Source: an optimization exercise on an open RTL-to-GDS flow (aim: small area and a short achievable clock period). Production flows keep margins and buffers that such runs may drop.
In this exercise RTL edits were held to simulation tests only and were not proved equivalent to the original.

==> flow/design.v, too long to show whole: its modules and the start of the top module <==
// module line_decoder: 1706 lines
// module ld_a211oi_1: 3 lines
// module ld_a21boi_0: 3 lines
// module ld_a21o_1: 3 lines
// module ld_a21oi_1: 3 lines
// module ld_a22oi_1: 3 lines
// module ld_a31oi_1: 3 lines
// module ld_a32oi_1: 3 lines
// module ld_and2_0: 3 lines
// module ld_and3_1: 3 lines
// module ld_and4_1: 3 lines
// module ld_inv_1: 3 lines
// module ld_nand2_1: 3 lines
// module ld_nand2b_1: 3 lines
// module ld_nand3_1: 3 lines
// module ld_nand3b_1: 3 lines
// module ld_nand4_1: 3 lines
// module ld_nor2_1: 3 lines
// module ld_nor2b_1: 3 lines
// module ld_nor3_1: 3 lines
// module ld_nor4_1: 3 lines
// module ld_o21ai_0: 3 lines
// module ld_o22ai_1: 3 lines
// module ld_o311ai_0: 3 lines
// module ld_o41ai_1: 3 lines
// module ld_or2_0: 3 lines
// module ld_xnor2_1: 3 lines
// module ld_xor2_1: 3 lines
module line_decoder (
    input  wire         clk,
    input  wire         rst,
    input  wire         in_valid,
    input  wire [144:0] in_code,
    output reg          out_valid,
    output reg  [127:0] out_data,
    output reg  [16:0]  out_check,
    output reg  [1:0]   out_status
);
  // ...
==> flow/flow/run.sh <==
#!/bin/bash
# Standard ORFS layout (the standard.sh), with the port buffers made from
# the smallest plain buffer instead of the default delay-buffer cell.
set -euo pipefail
bash standard.sh "BUFFER_PORTS_ARGS=-buffer_cell sky130_fd_sc_hd__buf_1" finish > standard.log 2>&1
==> flow/standard.sh <==
#!/bin/bash
# synth_recipe.tcl (not shown) runs the flow's synth.tcl, then flattens the netlist and writes it again
# the make line also repeats each setting of config.mk as NAME=value (left out here)
make -C /OpenROAD-flow-scripts/flow DESIGN_CONFIG=/design/flow/config.mk WORK_HOME=/design/flow/orfs CLKGATE_MAP_FILE= SYNTH_SCRIPT=/design/flow/synth_recipe.tcl "${@:-finish}"
==> flow/config.mk <==
export PLATFORM = sky130hd
export DESIGN_NAME = line_decoder
export DESIGN_NICKNAME = line_decoder
export VERILOG_FILES = /design/flow/design.v
export SDC_FILE = /design/flow/constraint.sdc
export NUM_CORES = 4
export LEC_CHECK = 0
export CAP_MARGIN = 40
export CORE_MARGIN = 2
export CORE_UTILIZATION = 55
export CTS_BUF_LIST = sky130_fd_sc_hd__clkbuf_16
export CTS_CLUSTER_DIAMETER = 100
export CTS_CLUSTER_SIZE = 27
export SLEW_MARGIN = 30
export SYNTH_HIERARCHICAL = 1
==> flow/constraint.sdc <==
create_clock -name core_clock -period 40.0 [get_ports {clk}]
set_input_delay 8.0000 -clock core_clock [delete_from_list [all_inputs] [get_ports {clk}]]
set_output_delay 8.0000 -clock core_clock [all_outputs]
set_load 0.01 [all_outputs]
==> results.json, run 1 <==
{
  "synth.ff_latch_count": 463,
  "wl_met2_mm": 29.5,
  "buffers_excl_clock": 350,
  "layout_common_cells": "xor2_1 (655), dfxtp_1 (463), buf_1 (295), nor2_1 (168), nand2_1 (166)",
  "initial_core_util": 0.561,
  "hold_buffers": 0,
  "hold_start": "r_code[119]",
  "ys_seq_area_frac": 0.464,
  "dieHeight_um": 195,
  "crit_path_end": "out_data[100]",
  "required_ns": 32.00,
  "area_growth_pct": 14.3,
  "outcome": "timing/DRC/antenna clean",
  "cp_cell_sequence": "buf_1",
  "period_share": 0.227,
  "yosys.area_share.simple": 0.103,
  "nWellTaps": 461,
  "synth_top_area_frac": 0.464,
  "ys_top_cells_by_count": "xor2_1 (655), dfxtp_1 (463), nor2_1 (168), nand2_1 (166), xnor2_1 (165)",
  "fmax_mhz": 110,
  "clkTransAtPathRegs_ns": 0.10,
  "portBuffers": 295,
  "final_hold_viol_count": 0,
  "vias": 16100,
  "grt_pass1_vias": 15600,
  "use_met3": 0.0954,
  "start_kind": "register",
  "holdPathEnd": "m_data[119]",
  "cts_buffers": 22,
  "met1_length_mm": 28.6,
  "n_antenna_cell": 0,
  "finish.utilization": 0.641,
  "io_pins": 296,
  "synthAdderAreaFrac": 0
}
==> run 2, diff against run 1 <==
--- a/flow/config.mk
+++ b/flow/config.mk
@@ -11,4 +11,4 @@
 export CTS_BUF_LIST = sky130_fd_sc_hd__clkbuf_16
-export CTS_CLUSTER_DIAMETER = 100
-export CTS_CLUSTER_SIZE = 27
+export CTS_CLUSTER_DIAMETER = 80
+export CTS_CLUSTER_SIZE = 24
 export SLEW_MARGIN = 30
==> results.json, run 2 <==
{
  "outcome": "timing/DRC/antenna clean",
  "dp.cells": 2771,
  "end_kind": "output port",
  "syn_avg_cell_area_um2": 10.1,
  "area_growth_pct": 15.0,
  "drc_errors": 0,
  "fp-row-count": 69,
  "synth_compound_area_frac": 0.0690,
  "die_area_mm2": 0.0379,
  "grt_pass1_vias": 15700,
  "portBuffers": 295,
  "cts_buffers": 26,
  "io_pins": 296,
  "arrival_ns": 1.09,
  "cts_root_buf": "clkbuf_16",
  "start_kind": "register",
  "synthAdderAreaFrac": 0,
  "place_hpwl_mm": 53.5,
  "drv_cap": 0,
  "synth.distinct_cells": 29,
  "synth_xor_area_frac": 0.359,
  "routabilityCongestion": 0.988,
  "synth_fp_nets": 2121,
  "ctsHtreeMaxLevel": 1,
  "synth_most_common_cell": "xor2_1",
  "muxShareOfSynthArea": 0,
  "antenna_found_initial": 1,
  "ant_nets": 0,
  "synth.ff_latch_count": 463,
  "synth_edf_count": 0,
  "cts_tree": "yes",
  "multi_input_area_mm2": 0.0106,
  "cts_setup_buffers": 0,
  "die_w_um": 195,
  "clkTransAtPathRegs_ns": 0.10,
  "critPathTopFamily": "flip-flops",
  "insertion_delay_ns": 0.59,
  "cp_slowest_stage_delay_ns": 0.35,
  "yosysWarningCount": 7,
  "cts_resized": 0,
  "post-route-min-period_ns": 9.09,
  "cp_cell_sequence": "buf_1",
  "layout-drive-gt1-share": 0.0517,
  "rsz0062_at_grt": "no",
  "initialDrtViolationCount": 2405,
  "fin_tns_setup_ns": 0,
  "synth_area_leader_cell": "dfxtp_1",
  "period_share": 0.227,
  "overflow": 0,
  "worst_path_max_delay_cell": "dfxtp_1",
  "crit_type": "reg2out",
  "grt_max_degree": 79,
  "vias": 16100,
  "worst_pin_slew_ns": 0.937,
  "cts_buffer_depth": 3,
  "dieHeight_um": 195,
  "synthArstFlopShare": 0,
  "synthCells": 1973,
  "required_ns": 32.00,
  "synthFlopType": "dfxtp_1",
  "drt_wl_total_mm": 69.5,
  "synthTopCellsByArea": "dfxtp_1 (46%), xor2_1 (29%), xnor2_1 (7.2%), o22ai_1 (4.7%), nor2_1 (3.2%)",
  "ys_top_cells_by_count": "xor2_1 (655), dfxtp_1 (463), nor2_1 (168), nand2_1 (166), xnor2_1 (165)",
  "finalClockSkew_ns": 0.0180,
  "ys_seq_area_frac": 0.464,
  "layout_commonest_cell": "xor2_1",
  "core_mm2": 0.0357,
  "yosys.area_share.simple": 0.103,
  "wire_per_inst_um": 24.6,
  "vias_per_cell": 5.69,
  "stdcell_count": 2820,
  "n_antenna_cell": 0,
  "synth_top_family_by_area": "XOR/XNOR gates",
  "path_buf_inv": 1,
  "hold_buffers": 0,
  "fmax_mhz": 110,
  "slew_headroom": 0.373,
  "nFillCells": 2959,
  "synthesis.area_mm2": 0.0200,
  "setup_violations": 0,
  "initial_core_util": 0.561,
  "grt_usage": 0.357,
  "top_regs": "m_data x145, r_code x145, out_data x128",
  "cp_max_fo": 1,
  "layout_common_cells": "xor2_1 (655), dfxtp_1 (463), buf_1 (295), nor2_1 (168), nand2_1 (166)",
  "synth_top_area_frac": 0.464,
  "register_area_mm2": 0.00927,
  "cts.sink_count": 463,
  "final_max_slew_viol_count": 0,
  "grt_pass1_wl_mm": 100,
  "min-delay-path-class": "reg2reg",
  "dr.pass1.iters": 10,
  "nets": 2500,
  "final_hold_viol_count": 0
}
==> run 2: cell counts after synthesis <==
No cell type changed its count.
==> run 2: cells by family (layout without fill, tap and decap cells) <==
family | Yosys count | in the layout
AND/OR/NAND/NOR | 455 | 455
flip-flops | 463 | 463
XOR/XNOR | 820 | 820
AO/OA/AOI/OAI | 209 | 209
buffers and inverters | 26 | 412
==> run 2: per-module statistics from Yosys (local to each module, per instance), excerpt <==
module        copies in the design  flops+latches  area (um2)  cells
ld_o311ai_0                      2              0        8.76      1
ld_xor2_1                      655              0        8.76      1
ld_o41ai_1                       2              0        16.3      1
line_decoder                     1            463        9290    466
ld_nand4_1                      64              0        6.26      1
ld_a21boi_0                      2              0        11.3      1
ld_a211oi_1                      3              0        12.5      1
ld_xnor2_1                     165              0        8.76      1
ld_and4_1                        1              0        8.76      1
ld_a31oi_1                      12              0        6.26      1
ld_nor3_1                        5              0        10.0      1
ld_and3_1                        3              0        6.26      1
ld_nand2_1                     166              0        3.75      1
ld_inv_1                        26              0        3.75      1
ld_nand3b_1                      1              0        7.51      1
ld_nand2b_1                     18              0        6.26      1
==> run 2: stage by stage <==
step	utilization	worst slack [ns]	hold WS (ns)	area, um2
after floorplan	-	29.84	0.349	20000
after global placement	0.613	31.52	0.354	21900
after detailed placement	0.618	31.52	0.356	22100
after CTS	0.640	30.89	0.360	22800
after global routing	0.645	30.85	0.366	23000
final	0.645	30.91	0.360	23000
==> run 2: cell type report <==
class,count,share of cell area
clock buffers,27,0.0294
multi-input cells,1484,0.462
inverters,26,0.00425
well taps,461,0.0251
repair buffers,351,0.0709
flip-flops and latches,463,0.403
clock inverters,8,0.00468
==> run 2: per-layer routing <==
layer | share of wire | GRT usage
met1 | 0.41 | 0.483
met2 | 0.43 | 0.549
met3 | 0.11 | 0.0835
met4 | 0.051 | 0.151
met5 | 0 | 0
==> run 2: worst paths after layout <==
path | cells after the start | start | to | slack [ns]
worst max register to register | 26 | r_code[139] | m_e[1] | 31.84
worst min register to register | 0 | r_code[140] | m_data[140] | 0.36
worst min-delay path | 0 | r_code[140] | m_data[140] | 0.36
worst max-delay path | 1 | out_data[121] | out_data[121] | 30.91
==> run 3, diff against run 2 <==
==> flow/flow/run.sh (replaced) <==
#!/bin/bash
# Standard ORFS layout (the standard.sh) with two changes:
#  - port buffers use the smallest plain buffer (buf_1) instead of the default delay cell;
#  - clock tree synthesis without dummy load cells.
set -euo pipefail
bash standard.sh \
  "BUFFER_PORTS_ARGS=-buffer_cell sky130_fd_sc_hd__buf_1" \
  "CTS_ARGS=-sink_clustering_enable -repair_clock_nets -dont_use_dummy_load -sink_clustering_size 24 -sink_clustering_max_diameter 80 -buf_list sky130_fd_sc_hd__clkbuf_16" \
  finish > standard.log 2>&1
==> results.json, run 3 <==
{
  "outcome": "timing/DRC/antenna clean",
  "portBuffers": 295,
  "register_area_mm2": 0.00927,
  "grt_pass1_wl_mm": 100,
  "regToRegEndpoint": "m_e[0]",
  "insertion_delay_ns": 0.58,
  "finalClockSkew_ns": 0.0447,
  "die_area_mm2": 0.0379,
  "cp_cell_sequence": "buf_1",
  "layout-drive-gt1-share": 0.0481,
  "worst_pin_slew_ns": 0.950,
  "synthArstFlopShare": 0,
  "nFillCells": 2971,
  "grt_max_degree": 79,
  "ys_seq_area_frac": 0.464,
  "multi_input_area_mm2": 0.0106,
  "reg2reg_depth": 26,
  "drt_wl_total_mm": 69.6,
  "fin_tns_setup_ns": 0,
  "min-delay-path-class": "reg2reg",
  "grt_usage": 0.358,
  "ctsHtreeMaxLevel": 1,
  "ys_top_cells_by_count": "xor2_1 (655), dfxtp_1 (463), nor2_1 (168), nand2_1 (166), xnor2_1 (165)",
  "layout_common_cells": "xor2_1 (655), dfxtp_1 (463), buf_1 (295), nor2_1 (168), nand2_1 (166)",
  "place_hpwl_mm": 53.5,
  "synth_edf_count": 0,
  "initialDrtViolationCount": 2436,
  "worst-path-stages": 1,
  "holdWs_ns": 0.354,
  "final_max_slew_viol_count": 0,
  "layout_commonest_cell": "xor2_1",
  "cts_buffers": 26,
  "start_kind": "register",
  "clkTransAtPathRegs_ns": 0.10,
  "period_share": 0.227,
  "crit_type": "reg2out",
  "antenna_found_initial": 1,
  "area_growth_pct": 14.3,
  "fmax_mhz": 110,
  "cp_max_fo": 1,
  "synthesis.area_mm2": 0.0200,
  "dr.pass1.iters": 12,
  "yosysWarningCount": 7,
  "path_buf_inv": 1,
  "r2r_start": "r_code[139]",
  "synthCells": 1973,
  "hold_buffers": 0,
  "syn_avg_cell_area_um2": 10.1,
  "nets": 2499,
  "synthFlopType": "dfxtp_1",
  "initial_core_util": 0.561,
  "vias_per_cell": 5.71,
  "fp-row-count": 69,
  "wire_per_inst_um": 24.8,
  "holdPathEnd": "m_data[140]",
  "cts_resized": 0,
  "core_mm2": 0.0357,
  "synthTopCellsByArea": "dfxtp_1 (46%), xor2_1 (29%), xnor2_1 (7.2%), o22ai_1 (4.7%), nor2_1 (3.2%)",
  "drv_cap": 0,
  "post-route-min-period_ns": 9.08,
  "arrival_ns": 1.08,
  "end_kind": "output port",
  "cts_root_buf": "clkbuf_16",
  "ant_nets": 0,
  "dieHeight_um": 195,
  "synth.ff_latch_count": 463,
  "final_hold_viol_count": 0,
  "hold_start": "r_code[140]",
  "cts.sink_count": 463,
  "holdPathStages": 0,
  "cts_buffer_depth": 3,
  "synth_top_area_frac": 0.464,
  "required_ns": 32.00,
  "critPathTopFamily": "flip-flops",
  "cts_tree": "yes",
  "slew_headroom": 0.365,
  "top_regs": "m_data x145, r_code x145, out_data x128",
  "die_w_um": 195,
  "cp_slowest_stage_delay_ns": 0.35,
  "regToRegSetupSlack_ns": 31.78,
  "rsz0062_at_grt": "no",
  "overflow": 0,
  "synth.distinct_cells": 29,
  "cts_setup_buffers": 0,
  "drc_errors": 0,
  "worst_path_max_delay_cell": "dfxtp_1",
  "synth_area_leader_cell": "dfxtp_1",
  "finish.utilization": 0.641,
  "grt_pass1_vias": 15700,
  "io_pins": 296,
  "vias": 16000,
  "routabilityCongestion": 0.988,
  "synth_fp_nets": 2121,
  "synth_most_common_cell": "xor2_1",
  "setup_violations": 0
}
[run 3: cell counts after synthesis]
Identical to the previous run, type by type.
[run 3: Yosys stat by module (local to each module, per instance), a selection]
module	area, um2	times used
ld_o41ai_1	16.3	2
ld_a31oi_1	6.26	12
ld_a21oi_1	8.76	11
ld_a22oi_1	12.5	2
ld_xor2_1	8.76	655
ld_inv_1	3.75	26
ld_and2_0	6.26	4
ld_nand2b_1	6.26	18
ld_nand3b_1	7.51	1
[run 3: kinds of logic after synthesis]
group                     Yosys count  synth area share
and+or+nand+nor                   455             0.103
AOI/OAI and AO/OA                 209            0.0690
buffers and inverters              26           0.00488
xor gates and xnor gates          820             0.359
DFF                               463             0.464
[run 3: worst register-to-register path: stages, from the launching register on]
cell	delay, ns
dfxtp_1	0.65
xor2_1	0.29
xor2_1	0.34
xor2_1	0.44
xor2_1	0.47
xor2_1	0.33
xor2_1	0.43
xor2_1	0.21
xor2_1	0.25
xor2_1	0.29
xor2_1	0.33
xor2_1	0.28
xor2_1	0.20
xor2_1	0.16
buf_4	0.25
nand2_1	0.13
xor2_1	0.28
xor2_1	0.42
xor2_1	0.30
xor2_1	0.21
xor2_1	0.52
xor2_1	0.32
nand2_1	0.11
xor2_1	0.20
xor2_1	0.26
xor2_1	0.27
xnor2_1	0.20
[run 3: worst max-delay path by stage]
stage	start	to
2_1_floorplan	m_nv[2]	out_check[0]
3_3_place_gp	out_data[100]	out_data[100]
3_5_place_dp	out_data[100]	out_data[100]
4_1_cts	out_data[100]	out_data[100]
5_1_grt	out_data[121]	out_data[121]
6_report	out_data[100]	out_data[100]
[run 3: area by class of cell]
type	count	area share
antenna	1	0.000110
clock buffer	26	0.0285
inverter	26	0.00427
multi-input combinational	1484	0.465
sequential	463	0.406
tap	461	0.0253
timing repair buffer	350	0.0707
[run 3: per-stage QoR]
step	cells	worst slack (ns)	cell area, um2
after detailed placement	2771	31.52	22100
after global routing	2810	30.89	22800
final	2811	30.92	22800
after CTS	2797	30.90	22700
after global placement	2753	31.52	21900
after floorplan	1973	29.84	20000
[run 3: per-layer routing]
| metal | track usage | share of wire |
|---|---|---|
| met3 | 0.0798 | 0.11 |
| met5 | 0 | 0 |
| met4 | 0.151 | 0.053 |
| met2 | 0.549 | 0.42 |
| met1 | 0.486 | 0.41 |

separate check: timing with driven ports:
No port has a modelled driver above. Below, the same layouts with a new extraction and two added sets of constraints. Step 1 sets driving cells, clkbuf_16 on the clock port and buf_2 on the other inputs (assumed; they add their load-dependent delay and slew). Step 2 also shifts input and output timing later by t, the mid clock arrival at the registers, as if the neighbouring blocks saw the same clock. Slacks: no drivers / after step 1 / after step 2; pairs: no drivers / after step 1.
run	shift t [ns]	slack for setup (ns)	worst setup path at the end	worst register clock-pin slew, ns
run 1	0.630	30.911 / 30.856 / 31.486	register to output	0.11 / 0.11
run 2	0.631	30.909 / 30.853 / 31.485	register to output	0.10 / 0.10
run 3	0.615	30.918 / 30.864 / 31.479	register to output	0.10 / 0.10
After both steps every run listed still meets setup and hold.
